What follows belongs to an exercise in optimizing a design on an open flow for small area, a short achievable clock period and few clock cycles; a production flow would make more cautious choices. Function was checked by simulation only, so behaviour that the tests miss may differ from the original.

## job 101
## hive_fpu
module hive_fpu (
    input  wire        clk,
    input  wire        rst,
    input  wire        in_valid,
    output wire        in_ready,
    input  wire [4:0]  in_op,
    input  wire [31:0] in_a,
    input  wire [31:0] in_b,
    input  wire [31:0] in_c,
    output reg         out_valid,
    output reg  [31:0] out_result
);
For scale: about 6100 cells after synthesis, about 460 flip-flops, roughly 140 I/O pins, about 0.049 mm^2 of cells after synthesis.
clock: 22.0 ns
lec_check: 0
abc_clock_period_in_ps: 4500
cap_margin: 20
core_margin: 2
core_utilization: 55
place_density: 0.7
setup_slack_margin: 0
slew_margin: 60
run.sh (not shown) runs the stock make flow with config.mk's settings and CLKGATE_MAP_FILE= SYNTH_SCRIPT=/design/flow/synth_recipe.tcl, a recipe that flattens the netlist after the stock synthesis.
Testbench counts of job 101, summed over its fixed seeds: cycles 25,988.
diff inputs: job 101 => job 102
diff --git a/flow/design.v b/flow/design.v
--- a/flow/design.v
+++ b/flow/design.v
@@ -41,22 +41,21 @@
             bneg_in[q] = in_addsub ? (q == 11) : bx[2*q+2] & ~(bx[2*q+1] & bx[2*q]);
             bone_in[q] = ~in_addsub & (bx[2*q+1] ^ bx[2*q]);
             btwo_in[q] = in_addsub ? (q == 11) : (bx[2*q+2] & ~bx[2*q+1] & ~bx[2*q]) |
                                                  (~bx[2*q+2] & bx[2*q+1] & bx[2*q]);
         end
     end
-    reg        v1, itof1, quick1;
+    reg        v1, itof1;
     reg [4:0]  op1;
     reg [31:0] a1, b1, c1;
     reg [11:0] bneg1, bone1, btwo1;
     always @(posedge clk) begin
         if (rst) v1 <= 1'b0;
         else     v1 <= in_valid;
         op1   <= in_op;
         itof1 <= (in_op == OP_ITOF) || (in_op == OP_UTOF);
-        quick1 <= (in_op >= OP_FMIN) && (in_op <= OP_FLE);
         a1    <= fa_in;
         b1    <= fb_in;
         c1    <= fc_in;
         bneg1 <= bneg_in;
         bone1 <= bone_in;
         btwo1 <= btwo_in;
@@ -169,72 +168,70 @@
             OP_FLE:   misc_res = {31'd0, cmp_lt | cmp_eq};
             OP_FTOI:  misc_res = ftoi_mag;
             OP_ITOF, OP_UTOF: misc_res = 32'd0;
             default:  misc_res = spec_res;
         endcase
     end
-    reg        v3, fp3, sign3, stk3, zero3;
-    wire       quick = v1 & quick1 & ~v2 & ~v3;
     reg        v2, fp2, mneg2, esub2, sp2, sc2;
     reg [31:0] mres2;
-    reg [76:0] css2;
-    reg [51:0] csc2;     
+    reg [76:0] css2, csc2;
     reg signed [10:0] etop2;
     always @(posedge clk) begin
         if (rst) v2 <= 1'b0;
-        else     v2 <= v1 & ~quick;
+        else     v2 <= v1;
         fp2   <= (is_fma & ~spec) | itof1;
         mneg2 <= is_ftoi & ftoi_neg;
         mres2 <= misc_res;
         css2  <= cs_s;
-        csc2  <= cs_c[51:0];
+        csc2  <= cs_c;
         esub2 <= esub;
         sp2   <= sp | itof1;
         sc2   <= sc & ~itof1;
         etop2 <= e_top;
     end
     wire [76:0] s0, s1;
-    hive_fpu_cadd u_add (.a(css2), .b({~css2[75:51], csc2}), .s0(s0), .s1(s1));
+    hive_fpu_cadd u_add (.a(css2), .b(csc2), .s0(s0), .s1(s1));
     wire        neg  = esub2 & s0[76];
     wire [75:0] mag  = esub2 ? (neg ? ~s0[75:0] : s1[75:0]) : s0[75:0];
     wire        r_sign = neg ? sc2 : sp2;
     wire [6:0] lz_p, lz_n;
     hive_fpu_lzc u_lzp (.x(s0[75:0]), .n(lz_p));
     hive_fpu_lzc u_lzn (.x(~s0[75:0]), .n(lz_n));
     wire [6:0] lz = neg ? lz_n : lz_p;
     wire       exact0 = neg & (&s0[75:0]);
     wire [75:0] n6 = lz[6] ? {mag[11:0], 64'd0} : mag;
     wire [75:0] n5 = lz[5] ? {n6[43:0], 32'd0} : n6;
     wire        k5 = |n5[19:0];
+    wire [39:0] n4 = lz[4] ? n5[59:20] : n5[75:36];
+    wire        k4 = |n5[35:20] & ~lz[4];
+    reg        v3, fp3, sign3, stk3, zero3;
     reg [31:0] mres3;
-    reg [55:0] n5_3;
+    reg [39:0] n4_3;
     reg [6:0]  lz3;
     reg signed [10:0] etop3;
     always @(posedge clk) begin
         if (rst) v3 <= 1'b0;
         else     v3 <= v2;
         fp3   <= fp2;
         mres3 <= mneg2 ? (~mres2 + 32'd1) : mres2;
         sign3 <= r_sign;
-        n5_3  <= n5[75:20];
+        n4_3  <= n4;
         lz3   <= lz;
-        stk3  <= k5;
+        stk3  <= k5 | k4;
         zero3 <= exact0;
         etop3 <= etop2;
     end
-    wire [39:0] n4 = lz3[4] ? n5_3[39:0] : n5_3[55:16];
-    wire        k4 = |n5_3[15:0] & ~lz3[4];
-    wire [31:0] n3 = lz3[3] ? n4[31:0] : n4[39:8];
-    wire        k3 = |n4[7:0] & ~lz3[3];
+    wire [31:0] n3 = lz3[3] ? n4_3[31:0] : n4_3[39:8];
+    wire        k3 = |n4_3[7:0] & ~lz3[3];
     wire [27:0] n2 = lz3[2] ? n3[27:0] : n3[31:4];
     wire        k2 = |n3[3:0] & ~lz3[2];
     wire [25:0] n1 = lz3[1] ? n2[25:0] : n2[27:2];
     wire        k1 = |n2[1:0] & ~lz3[1];
     wire [24:0] n0 = lz3[0] ? n1[24:0] : n1[25:1];
     wire        k0 = n1[0] & ~lz3[0];
-    wire        stk = stk3 | k4 | k3 | k2 | k1 | k0;
+    wire        stk = stk3 | k3 | k2 | k1 | k0;
     wire signed [10:0] e_n = etop3 - $signed({4'd0, lz3});
     wire        pow2   = ~n0[24] & ~zero3;
     wire        rnd_up = n0[0] & (stk | n0[1]);
     wire [23:0] m_inc  = n0[24:1] + 24'd1;
     wire        all1   = &n0[24:1];
     wire        carry  = (rnd_up & all1) | pow2;
@@ -255,14 +252,14 @@
             result = {sign3, 31'd0};
         else
             result = {sign3, e_rnd, f_rnd};
     end
     always @(posedge clk) begin
         if (rst) out_valid <= 1'b0;
-        else     out_valid <= v3 | quick;
-        out_result <= quick ? misc_res : result;
+        else     out_valid <= v3;
+        out_result <= result;
     end
 endmodule
 module hive_fpu_cadd (
     input  wire [76:0] a,
     input  wire [76:0] b,
     output wire [76:0] s0,
--- outcome ---
For the simple-gate portion of the synthesized area, job 102 came in 0.90 points lower than job 101 did.
[compare] base=job 101 new=job 102: count of clock-buffer cells in the layout now larger, synthesized instance count now smaller.
Compared job 102 against job 101; clock transition at the register clock pins on the worst setup and hold paths after CTS within noise.
Origin of the worst setup path: b1[23] -> job 101, css2[31] -> job 102
Of job 102 and job 101, the run reporting the higher shortest clock period the worst path allows after layout was job 102.
Job 102 vs job 101 — share of final-layout standard cells stronger than drive strength 1 dropped 0.45 points.
Job 102: die width lower than job 101
Testbench counts of job 102, summed over its fixed seeds: cycles 28,016.

* * *

hive_fpu, a different RTL version from the one above (not shown whole).
Size in the first run: roughly 140 I/O pins, about 47000 um2 of cells after synthesis.
clock: 22.0 ns
lec_check: 0
abc_clock_period_in_ps: 4500
cap_margin: 20
core_margin: 2
core_utilization: 48
place_density: 0.62
setup_slack_margin: 0
slew_margin: 60
Testbench counts at the start, summed over its fixed seeds: cycles 25,988.
Then changed:
--- a/flow/design.v
+++ b/flow/design.v
@@ -158,25 +158,25 @@
             OP_FMIN, OP_FMAX: misc_res = minmax_res;
             OP_FABS:  misc_res = {1'b0, a1[30:0]};
             OP_FNEG:  misc_res = {~a1[31], a1[30:0]};
             OP_FCSGN: misc_res = {b1[31], a1[30:0]};
             OP_FEQ:   misc_res = {31'd0, cmp_eq};
             OP_FLT:   misc_res = {31'd0, cmp_lt};
             OP_FLE:   misc_res = {31'd0, cmp_lt | cmp_eq};
             OP_FTOI:  misc_res = ftoi_mag;
             OP_ITOF, OP_UTOF: misc_res = 32'd0;
             default:  misc_res = spec_res;
         endcase
     end
-    reg        v3, fp3, sign3, zero3;
+    reg        v3, fp3, sign3, stk3, zero3;
     wire       quick = v1 & quick1 & ~v2 & ~v3;
     reg        v2, fp2, mneg2, esub2, sp2, sc2;
     reg [31:0] mres2;
     reg [76:0] css2;
     reg [51:0] csc2;     
     reg signed [10:0] etop2;
     always @(posedge clk) begin
         if (rst) v2 <= 1'b0;
         else     v2 <= v1 & ~quick;
         fp2   <= (is_fma & ~spec) | itof1;
         mneg2 <= is_ftoi & ftoi_neg;
         mres2 <= misc_res;
@@ -195,52 +195,53 @@
     wire [25:0] c_hp  = c_hi + 26'd1;
     assign s0 = {l0[52] ? c_hp : l0[51] ? c_hi : c_hm, l0[50:0]};
     assign s1 = {l1[52] ? c_hp : l1[51] ? c_hi : c_hm, l1[50:0]};
     wire        neg  = esub2 & s0[76];
     wire [75:0] mag  = esub2 ? (neg ? ~s0[75:0] : s1[75:0]) : s0[75:0];
     wire        r_sign = neg ? sc2 : sp2;
     wire [6:0] lz_p, lz_n;
     hive_fpu_lzc u_lzp (.x(s0[75:0]), .n(lz_p));
     hive_fpu_lzc u_lzn (.x(~s0[75:0]), .n(lz_n));
     wire [6:0] lz = neg ? lz_n : lz_p;
     wire       exact0 = neg & (&s0[75:0]);
     wire [75:0] n6 = lz[6] ? {mag[11:0], 64'd0} : mag;
+    wire [75:0] n5 = lz[5] ? {n6[43:0], 32'd0} : n6;
+    wire        k5 = |n5[19:0];
     reg [31:0] mres3;
-    reg [75:0] n6_3;
+    reg [55:0] n5_3;
     reg [6:0]  lz3;
     reg signed [10:0] etop3;
     always @(posedge clk) begin
         if (rst) v3 <= 1'b0;
         else     v3 <= v2;
         fp3   <= fp2;
         mres3 <= mneg2 ? (~mres2 + 32'd1) : mres2;
         sign3 <= r_sign;
-        n6_3  <= n6;
+        n5_3  <= n5[75:20];
         lz3   <= lz;
+        stk3  <= k5;
         zero3 <= exact0;
         etop3 <= etop2;
     end
-    wire [75:0] n5 = lz3[5] ? {n6_3[43:0], 32'd0} : n6_3;
-    wire        k5 = |n5[19:0];
-    wire [39:0] n4 = lz3[4] ? n5[59:20] : n5[75:36];
-    wire        k4 = |n5[35:20] & ~lz3[4];
+    wire [39:0] n4 = lz3[4] ? n5_3[39:0] : n5_3[55:16];
+    wire        k4 = |n5_3[15:0] & ~lz3[4];
     wire [31:0] n3 = lz3[3] ? n4[31:0] : n4[39:8];
     wire        k3 = |n4[7:0] & ~lz3[3];
     wire [27:0] n2 = lz3[2] ? n3[27:0] : n3[31:4];
     wire        k2 = |n3[3:0] & ~lz3[2];
     wire [25:0] n1 = lz3[1] ? n2[25:0] : n2[27:2];
     wire        k1 = |n2[1:0] & ~lz3[1];
     wire [24:0] n0 = lz3[0] ? n1[24:0] : n1[25:1];
     wire        k0 = n1[0] & ~lz3[0];
-    wire        stk = k5 | k4 | k3 | k2 | k1 | k0;
+    wire        stk = stk3 | k4 | k3 | k2 | k1 | k0;
     wire signed [10:0] e_n = etop3 - $signed({4'd0, lz3});
     wire        pow2   = ~n0[24] & ~zero3;
     wire        rnd_up = n0[0] & (stk | n0[1]);
     wire [23:0] m_inc  = n0[24:1] + 24'd1;
     wire        all1   = &n0[24:1];
     wire        carry  = (rnd_up & all1) | pow2;
     wire        zero   = zero3;
     wire [22:0] f_rnd  = rnd_up ? m_inc[22:0] : n0[23:1];
     wire        e_ovf  = (e_n >= 11'sd255) || (carry && e_n == 11'sd254);
     wire        e_unf  = (e_n < 11'sd0) || (!carry && e_n == 11'sd0);
     wire [7:0]  e_rnd  = e_n[7:0] + {7'd0, carry};
     reg [31:0] result;
- first-iteration DRC count goes down by about 7%
- sequential cell count goes down by 19
- utilization goes up by 0.15 points
- area after synthesis hardly moves
- synthesized cell count goes up by about 1.7%
Testbench counts after the change, summed over its fixed seeds: cycles 25,988.

* * *

== old ==
Another version of the RTL of hive_fpu (not shown whole).
Size in the first run: ~450 flip-flops, ~140 I/O pins, about 0.048 mm2 of cells after synthesis.
clock: 22.0 ns
lec_check: 0
abc_clock_period_in_ps: 4500
cap_margin: 20
core_margin: 2
core_utilization: 55
place_density: 0.7
setup_slack_margin: 0
slew_margin: 60
Testbench counts of old, summed over its fixed seeds: cycles 25,988.
#### Input delta (new over old)
--- a/flow/design.v
+++ b/flow/design.v
@@ -162,31 +162,32 @@
             OP_FEQ:   misc_res = {31'd0, cmp_eq};
             OP_FLT:   misc_res = {31'd0, cmp_lt};
             OP_FLE:   misc_res = {31'd0, cmp_lt | cmp_eq};
             OP_FTOI:  misc_res = ftoi_mag;
             OP_ITOF, OP_UTOF: misc_res = 32'd0;
             default:  misc_res = spec_res;
         endcase
     end
     reg        v3, fp3, sign3, zero3;
     wire       quick = v1 & quick1 & ~v2 & ~v3;
-    wire       use_fp = (is_fma & ~spec) | itof1;
     reg        v2, fp2, mneg2, esub2, sp2, sc2;
+    reg [31:0] mres2;
     reg [76:0] css2;
     reg [51:0] csc2;     
     reg signed [10:0] etop2;
     always @(posedge clk) begin
         if (rst) v2 <= 1'b0;
         else     v2 <= v1 & ~quick;
-        fp2   <= use_fp;
+        fp2   <= (is_fma & ~spec) | itof1;
         mneg2 <= is_ftoi & ftoi_neg;
-        css2  <= use_fp ? cs_s : {45'd0, misc_res};
+        mres2 <= misc_res;
+        css2  <= cs_s;
         csc2  <= cs_c[51:0];
         esub2 <= esub;
         sp2   <= sp | itof1;
         sc2   <= sc & ~itof1;
         etop2 <= e_top;
     end
     wire [76:0] s0, s1;
     wire [52:0] l0, l1;
     hive_fpu_cadd u_add (.a({2'b00, css2[50:0]}), .b({1'b0, csc2}), .s0(l0), .s1(l1));
     wire [25:0] c_hi  = ~css2[76:51];
@@ -204,21 +205,21 @@
     wire       exact0 = neg & (&s0[75:0]);
     wire [75:0] n6 = lz[6] ? {mag[11:0], 64'd0} : mag;
     reg [31:0] mres3;
     reg [75:0] n6_3;
     reg [6:0]  lz3;
     reg signed [10:0] etop3;
     always @(posedge clk) begin
         if (rst) v3 <= 1'b0;
         else     v3 <= v2;
         fp3   <= fp2;
-        mres3 <= mneg2 ? (~css2[31:0] + 32'd1) : css2[31:0];
+        mres3 <= mneg2 ? (~mres2 + 32'd1) : mres2;
         sign3 <= r_sign;
         n6_3  <= n6;
         lz3   <= lz;
         zero3 <= exact0;
         etop3 <= etop2;
     end
     wire [75:0] n5 = lz3[5] ? {n6_3[43:0], 32'd0} : n6_3;
     wire        k5 = |n5[19:0];
     wire [39:0] n4 = lz3[4] ? n5[59:20] : n5[75:36];
     wire        k4 = |n5[35:20] & ~lz3[4];
Results
- Initial DRC count on new is down relative to old.
- new against old: filler cell count in the final layout now sits lower, number of sinks on the clock net now sits higher, setup slack of the critical path after layout now sits higher.
- Area fraction in and, or, nand and nor cells after synthesis ended up 1.3 points lower on new than on old.
- new vs. old: max-slew headroom at the worst pin picked up an extra 0.47 points; clock-buffer cell count lost 3; wire length lost about 8%.
- Looking at worst-path cell with the longest stage delay, the clkdlybuf4s50_1 result is from new; the ha_1 one comes from old.
- Area occupied by registers: new > old
Testbench counts of new, summed over its fixed seeds: cycles 25,988.

[afterwards: timing with drivers on the ports]
The flow's constraints put no driver on any port. The routed layouts listed below were extracted and timed again, unchanged, in two steps.
Step 1 assumes that a clkbuf_16 drives the clock port and a buf_2 every other input.
Step 2 times the ports against the registers' clock, not the clock port: input delays grow and output delays shrink by t, the midpoint of the rising clock arrivals with the driver on.
a / b / c = no drivers / after step 1 / after step 2; a / b = the first two.
| run | t (ns) | slack for setup (ns) | slew at the worst register clock pin (ns) |
|---|---|---|---|
| job 101 | 0.720 | 15.918 / 15.918 / 15.526 | 0.08 / 0.08 |
| job 102 | 0.708 | 15.723 / 15.723 / 15.525 | 0.08 / 0.08 |
| the first run of note 2 | 0.706 | 15.750 / 15.750 / 15.424 | 0.07 / 0.07 |
| the second run of note 2 | 0.709 | 15.948 / 15.925 / 15.402 | 0.08 / 0.08 |
| old | 0.708 | 15.695 / 15.695 / 15.439 | 0.07 / 0.07 |
| new | 0.742 | 15.942 / 15.870 / 15.347 | 0.07 / 0.07 |
After both steps every run listed still meets setup and hold. For new, which loses most, drivers alone change the setup slack by -0.072 ns; drivers and shift together by -0.595 ns.
